Background: an optimization exercise with open tools, aiming at small area and a short achievable clock period. Do not read the settings as production practice. In this exercise RTL edits were held to simulation tests only and were not proved equivalent to the original.

`flow/design.v`:
```
module red_ew_alu (
    input  wire        clk,
    input  wire        rst,        
    input  wire        in_valid,
    input  wire [7:0]  op,
    input  wire [23:0] p0,
    input  wire [23:0] p1,
    input  wire [23:0] p2,
    input  wire [23:0] a,
    input  wire        a_ok,
    input  wire [23:0] b,
    input  wire        b_ok,
    input  wire [23:0] c,
    input  wire        c_ok,
    output reg         out_valid,
    output reg  [23:0] y,
    output reg         y_ok,
    output reg         nsat
);
    localparam [7:0] OP_ADD    = 8'h10;
    localparam [7:0] OP_SUB    = 8'h11;
    localparam [7:0] OP_SCALE  = 8'h12;
    localparam [7:0] OP_MUL    = 8'h13;
    localparam [7:0] OP_ABS    = 8'h14;
    localparam [7:0] OP_CLAMP  = 8'h15;
    localparam [7:0] OP_MIN2   = 8'h16;
    localparam [7:0] OP_MAX2   = 8'h17;
    localparam [7:0] OP_SELECT = 8'h18;
    localparam [7:0] OP_CMP    = 8'h19;
    localparam [7:0] OP_AND    = 8'h1A;
    localparam [7:0] OP_OR     = 8'h1B;
    localparam [7:0] OP_NOT    = 8'h1C;
    localparam signed [47:0] Y_MAX = 48'sd8388607;
    localparam signed [47:0] Y_MIN = -48'sd8388608;
    reg        s1_valid;
    reg [7:0]  s1_op;
    reg [23:0] s1_p0, s1_p1, s1_p2;
    reg [23:0] s1_a, s1_b, s1_c;
    reg        s1_aok, s1_bok, s1_cok;
    always @(posedge clk) begin
        if (rst)
            s1_valid <= 1'b0;
        else
            s1_valid <= in_valid;
        s1_op  <= op;
        s1_p0  <= p0;
        s1_p1  <= p1;
        s1_p2  <= p2;
        s1_a   <= a;
        s1_b   <= b;
        s1_c   <= c;
        s1_aok <= a_ok;
        s1_bok <= b_ok;
        s1_cok <= c_ok;
    end
    wire signed [23:0] sa  = s1_a;
    wire signed [23:0] sb  = s1_b;
    wire signed [23:0] sc  = s1_c;
    wire signed [23:0] sp0 = s1_p0;
    wire signed [23:0] sp1 = s1_p1;
    wire signed [47:0] a48  = {{24{sa[23]}}, sa};
    wire signed [47:0] b48  = {{24{sb[23]}}, sb};
    wire signed [47:0] p148 = {{24{sp1[23]}}, sp1};
    wire signed [47:0] prod_scale = sa * sp0;
    wire signed [47:0] prod_mul   = sa * sb;
    reg signed [47:0] acc;
    reg        [4:0]  sh;
    always @(*) begin
        acc = 48'sd0;
        sh  = 5'd0;
        case (s1_op)
            OP_ADD:   acc = a48 + b48;
            OP_SUB:   acc = a48 - b48;
            OP_SCALE: begin
                sh  = s1_p2[4:0];
                acc = prod_scale + (p148 <<< sh);
            end
            OP_MUL: begin
                sh  = s1_p0[4:0];
                acc = prod_mul;
            end
            OP_ABS:   acc = sa[23] ? -a48 : a48;
            default:  acc = 48'sd0;
        endcase
    end
    wire signed [47:0] q_fl   = acc >>> sh;
    wire        [47:0] mask   = (48'd1 << sh) - 48'd1;
    wire        [47:0] rem    = acc & mask;
    wire        [47:0] half   = (sh == 5'd0) ? 48'd0 : (48'd1 << (sh - 5'd1));
    wire               rnd_up = (sh != 5'd0) &&
                                ((rem > half) || ((rem == half) && q_fl[0]));
    wire signed [47:0] q      = q_fl + {47'd0, rnd_up};
    wire               q_hi   = q > Y_MAX;
    wire               q_lo   = q < Y_MIN;
    wire        [23:0] narrowed = q_hi ? 24'h7FFFFF : q_lo ? 24'h800000 : q[23:0];
    wire a_lt_b  = sa < sb;
    wire a_eq_b  = sa == sb;
    wire a_nz    = |s1_a;
    wire b_nz    = |s1_b;
    wire c_nz    = |s1_c;
    reg cmp_res;
    always @(*) begin
        case (s1_p0[2:0])
            3'd0:    cmp_res = a_eq_b;
            3'd1:    cmp_res = !a_eq_b;
            3'd2:    cmp_res = a_lt_b;
            3'd3:    cmp_res = a_lt_b || a_eq_b;
            3'd4:    cmp_res = !(a_lt_b || a_eq_b);
            3'd5:    cmp_res = !a_lt_b;
            default: cmp_res = 1'b0;
        endcase
    end
    reg [23:0] res;
    reg        res_ok;
    reg        res_sat;
    always @(*) begin
        res     = 24'd0;
        res_ok  = s1_aok;
        res_sat = 1'b0;
        case (s1_op)
            OP_ADD, OP_SUB, OP_MUL: begin
                res     = narrowed;
                res_ok  = s1_aok && s1_bok;
                res_sat = q_hi || q_lo;
            end
            OP_SCALE, OP_ABS: begin
                res     = narrowed;
                res_sat = q_hi || q_lo;
            end
            OP_CLAMP: begin
                if (sa < sp0)
                    res = s1_p0;
                else if (sa > sp1)
                    res = s1_p1;
                else
                    res = s1_a;
            end
            OP_MIN2: begin
                res    = a_lt_b ? s1_a : s1_b;
                res_ok = s1_aok && s1_bok;
            end
            OP_MAX2: begin
                res    = a_lt_b ? s1_b : s1_a;
                res_ok = s1_aok && s1_bok;
            end
            OP_SELECT: begin
                res    = c_nz ? s1_a : s1_b;
                res_ok = s1_cok && (c_nz ? s1_aok : s1_bok);
            end
            OP_CMP: begin
                res    = {23'd0, cmp_res};
                res_ok = s1_aok && s1_bok;
            end
            OP_AND: begin
                res    = {23'd0, a_nz && b_nz};
                res_ok = s1_aok && s1_bok;
            end
            OP_OR: begin
                res    = {23'd0, a_nz || b_nz};
                res_ok = s1_aok && s1_bok;
            end
            OP_NOT: begin
                res    = {23'd0, !a_nz};
            end
            default: begin
                res    = 24'd0;
                res_ok = 1'b0;
            end
        endcase
        if (!res_ok) begin
            res     = 24'd0;
            res_sat = 1'b0;
        end
    end
    always @(posedge clk) begin
        if (rst)
            out_valid <= 1'b0;
        else
            out_valid <= s1_valid;
        y    <= res;
        y_ok <= res_ok;
        nsat <= res_sat;
    end
endmodule
```
`flow/run.sh`:
```
#!/bin/bash
# synth_recipe.tcl (not shown) runs the flow's synth.tcl, then flattens the netlist and writes it again
# the make line also repeats each setting of config.mk as NAME=value (left out here)
make -C /OpenROAD-flow-scripts/flow DESIGN_CONFIG=/design/flow/config.mk WORK_HOME=/design/flow/orfs CLKGATE_MAP_FILE= SYNTH_SCRIPT=/design/flow/synth_recipe.tcl finish
```
`flow/config.mk`:
```
export PLATFORM = sky130hd
export DESIGN_NAME = red_ew_alu
export DESIGN_NICKNAME = red_ew_alu
export VERILOG_FILES = /design/flow/design.v
export SDC_FILE = /design/flow/constraint.sdc
export NUM_CORES = 4
export LEC_CHECK = 0
export CAP_MARGIN = 20
export CORE_MARGIN = 2
export CORE_UTILIZATION = 40
export SLEW_MARGIN = 20
```
`flow/constraint.sdc`:
```
create_clock -name core_clock -period 13.0 [get_ports {clk}]
set_input_delay 2.6000 -clock core_clock [delete_from_list [all_inputs] [get_ports {clk}]]
set_output_delay 2.6000 -clock core_clock [all_outputs]
set_load 0.01 [all_outputs]
```
==> run summary <==
cell type report:
class	count	share of cell area
Sequential cell	164	0.04317
Antenna cell	19	0.0006142
Tap cell	2325	0.03758
Inverter	1373	0.06682
Multi-Input combinational cell	6476	0.7660
Timing Repair Buffer	722	0.07823
Clock inverter	15	0.002117
Clock buffer	17	0.005495
stage by stage:
step                      hold WS (ns)  cells
final                           0.4641  11111
after global routing            0.4860  11101
after CTS                       0.4721  11078
after detailed placement        0.4479  11046
after global placement          0.4338  11043
after floorplan                 0.4138   8541
path summary, 6_finish.rpt:
check	from	to	slack [ns]	depth (start not counted)
max	s1_a[18]$_DFF_P_	y[9]$_SDFF_PN0_	0.43	46
min	s1_valid$_SDFF_PP0_	out_valid$_SDFF_PP0_	0.46	1
max reg2reg	s1_a[18]$_DFF_P_	y[9]$_SDFF_PN0_	0.43	46
min reg2reg	s1_valid$_SDFF_PP0_	out_valid$_SDFF_PP0_	0.46	1
kinds of logic after synthesis:
| family | Yosys count |
|---|---|
| buffers and inverters | 1901 |
| other | 2 |
| AO/OA/AOI/OAI | 1554 |
| multiplexers | 136 |
| XOR/XNOR | 138 |
| adder cells (fa/ha/maj) | 1709 |
| AND/OR/NAND/NOR | 2937 |
| flip-flops | 164 |
routing by layer:
layer,vias to the layer above,GRT usage
li1,28684,-
met4,8,0.2269
met3,806,0.08709
met1,34347,0.5147
met5,-,0
met2,3829,0.5566
synthesized netlist by cell type, drive strengths merged (22+ instances only):
cell type / count / area share
ha: 448 / 0.080
or2: 28 / 0.0025
inv: 1352 / 0.073
nor3: 170 / 0.013
fa: 1260 / 0.36
clkbuf: 390 / 0.021
and4: 24 / 0.0030
and2: 505 / 0.045
nand2: 831 / 0.045
and3: 76 / 0.0068
dfxtp: 164 / 0.047
nand3: 155 / 0.011
xnor2: 86 / 0.011
xor2: 49 / 0.0062
a211oi: 95 / 0.010
a21boi: 22 / 0.0025
a221oi: 31 / 0.0039
or4: 34 / 0.0037
a222oi: 23 / 0.0033
o211ai: 74 / 0.0081
nor2b: 61 / 0.0055
o31ai: 43 / 0.0050
a211o: 47 / 0.0059
a21oi: 380 / 0.027
buf: 138 / 0.0096
a31oi: 67 / 0.0061
nand2b: 61 / 0.0055
o22ai: 26 / 0.0023
o21ai: 297 / 0.021
nor4: 74 / 0.0069
or3: 55 / 0.0049
o21a: 50 / 0.0054
nand4: 127 / 0.011
nor2: 652 / 0.035
o2111ai: 32 / 0.0040
a2111oi: 34 / 0.0050
a21o: 60 / 0.0065
mux2i: 96 / 0.014
placed cells by master, fill, tap and decap left out, types with 59 or more instances in the layout:
cell / synthesis / final
a211oi_1: 93 / 92
nand2b_1: 61 / 59
xnor2_1: 86 / 86
a21oi_1: 377 / 374
dfxtp_1: 164 / 131
nor3_1: 165 / 164
nor2b_1: 61 / 61
nand2_1: 830 / 828
and2_1: 503 / 501
nor4_1: 71 / 69
a31oi_1: 66 / 64
ha_1: 448 / 448
mux2i_1: 96 / 95
nand4_1: 127 / 127
and3_1: 76 / 74
inv_1: 1352 / 1348
buf_4: 6 / 538
o21ai_0: 270 / 264
fa_1: 1260 / 1259
nand3_1: 152 / 149
o211ai_1: 72 / 72
clkdlybuf4s50_1: 0 / 165
a21o_1: 60 / 60
nor2_1: 650 / 646
state kept, by name (all words and copies together) (netlist names), 5 cells and up:
register	count
s1_p0	24
s1_p2	5
y	24
s1_b	24
s1_p1	24
s1_a	24
s1_op	8
s1_c	24
what timing repair did:
action | 4_1_cts | 5_1_grt
resized for setup | 2 | 29
setup endpoints to repair | 18 | 25
endpoints found under the hold margin | 0 | 0
pin swaps | 0 | 0
buffers inserted | 0 | 14
==> results.json <==
{
  "status": "no timing/DRC/antenna violations",
  "path_buf_inv": 9,
  "core_region_area_mm2": 0.1734,
  "wirelength_met1_mm": 137.5,
  "synth_seq_cells": 164,
  "wl_met3_mm": 35.51,
  "via_count": 67674,
  "slew_violations": 0,
  "grt_max_degree": 61,
  "synthXorXnorAreaFrac": 0.01795,
  "routed.top_layer": "met5",
  "syn_inst": 8541,
  "clkSlewWorstSetupHoldPaths_ns": 0.11,
  "cts_made_buffers": 17,
  "hold_viol": 0,
  "io_pins": 185,
  "globalplace.congestion": 1.072,
  "drt-initial-drc-count": 8038,
  "synth_compound_area_frac": 0.1535,
  "final_util": 0.4463,
  "grt_pass1_vias": 68414,
  "route.met2.wl_mm": 141.7,
  "ys_types": 119,
  "startpoint_type": "register",
  "slew_headroom": 0.1307,
  "grt_pass1_wl_mm": 490.2,
  "max-cap-violations": 0,
  "wl_per_cell_um": 30.53,
  "muxShareOfSynthArea": 0.02350,
  "hold_buffers": 0,
  "gr-total-overflow": 0,
  "syn_area_mm2": 0.06964,
  "syn_to_final_growth_pct": 11.16,
  "synth_ff_type": "dfxtp_1",
  "cts_buffer_depth": 2,
  "setup_slack_ns": 0.4347,
  "critPathMaxStageDelay_ns": 0.63,
  "pre_cts_ws_ns": 0.06585,
  "synth_fp_nets": 10407,
  "die_w_um": 421.3,
  "antenna_left": 0,
  "wl_mm": 339.2,
  "rows": 153,
  "dpl.hpwl_mm": 282.2,
  "worst_slew_pin_slew_ns": 1.290,
  "cts.htree.levels": 4,
  "io_buffers": 165,
  "yosysSeqAreaShare": 0.04714,
  "regArea_mm2": 0.003342,
  "post-route-period-util": 0.9666,
  "dpl-instance-area_mm2": 0.07652,
  "cp.arrival_ns": 13.07,
  "fin_area_mm2": 0.07741,
  "synthAdderAreaFrac": 0.4428,
  "syn_avg_cell_area_um2": 8.154,
  "clkLatencyLatePin_ns": 0.61,
  "dr.pass1.iters": 7,
  "grt.total_usage": 0.3814,
  "cts_root_buffer": "clkbuf_16",
  "drcViolationCount": 0,
  "cp_common_cell": "fa_1",
  "tns_ns": 0,
  "vias_per_cell": 6.091,
  "multiInputGateArea_mm2": 0.05929,
  "synth_async_sr_flop_share": 0,
  "die_h_um": 421.3,
  "fin_crit_ns": 12.57,
  "drive_gt1_frac": 0.09102,
  "synth_simple_gate_area_frac": 0.2103,
  "critical-path-top-delay-family": "adder cells",
  "synth_top_family_by_area": "adder cells",
  "hp-class": "reg -> reg",
  "clock.fmax_mhz": 79.58,
  "endpoint_kind": "register",
  "finalSetupViolCount": 0,
  "cts_tree": "built",
  "crit_path_top_delay_cell": "dfxtp_2",
  "synth_edf_count": 0,
  "antenna_found_initial": 21,
  "yosysWarnings": 1,
  "worstSetupPathType": "reg -> reg",
  "layout.nets": 10620,
  "die-area_mm2": 0.1775,
  "clock_skew_ns": 0.04677,
  "cp_data_required_time_ns": 13.50,
  "cts.sinks": 164,
  "initial_core_util": 0.4015,
  "fillCellCount": 17555,
  "critPathMaxFanout": 21
}

-- re-timing with driven ports --
The results above use ideal ports. As a check the final layout listed here was re-extracted and re-timed, cells and wires unchanged.
Step 1 assumes that a clkbuf_16 drives the clock port and a buf_2 every other input.
Step 2, shift: input delay + t, output delay - t, t = (earliest + latest rising clock arrival at the registers) / 2. This alone moves slack from input paths to output paths.
Slacks: ideal / step 1 / step 2; pairs: ideal / step 1.
t, ns: 0.670
setup WS [ns]: 0.435 / 0.435 / 0.435
slew at the worst register clock pin (ns): 0.12 / 0.12
After both steps this run still meets setup and hold. For this run, drivers alone change the setup slack by 0.000 ns; drivers and shift together by 0.000 ns.
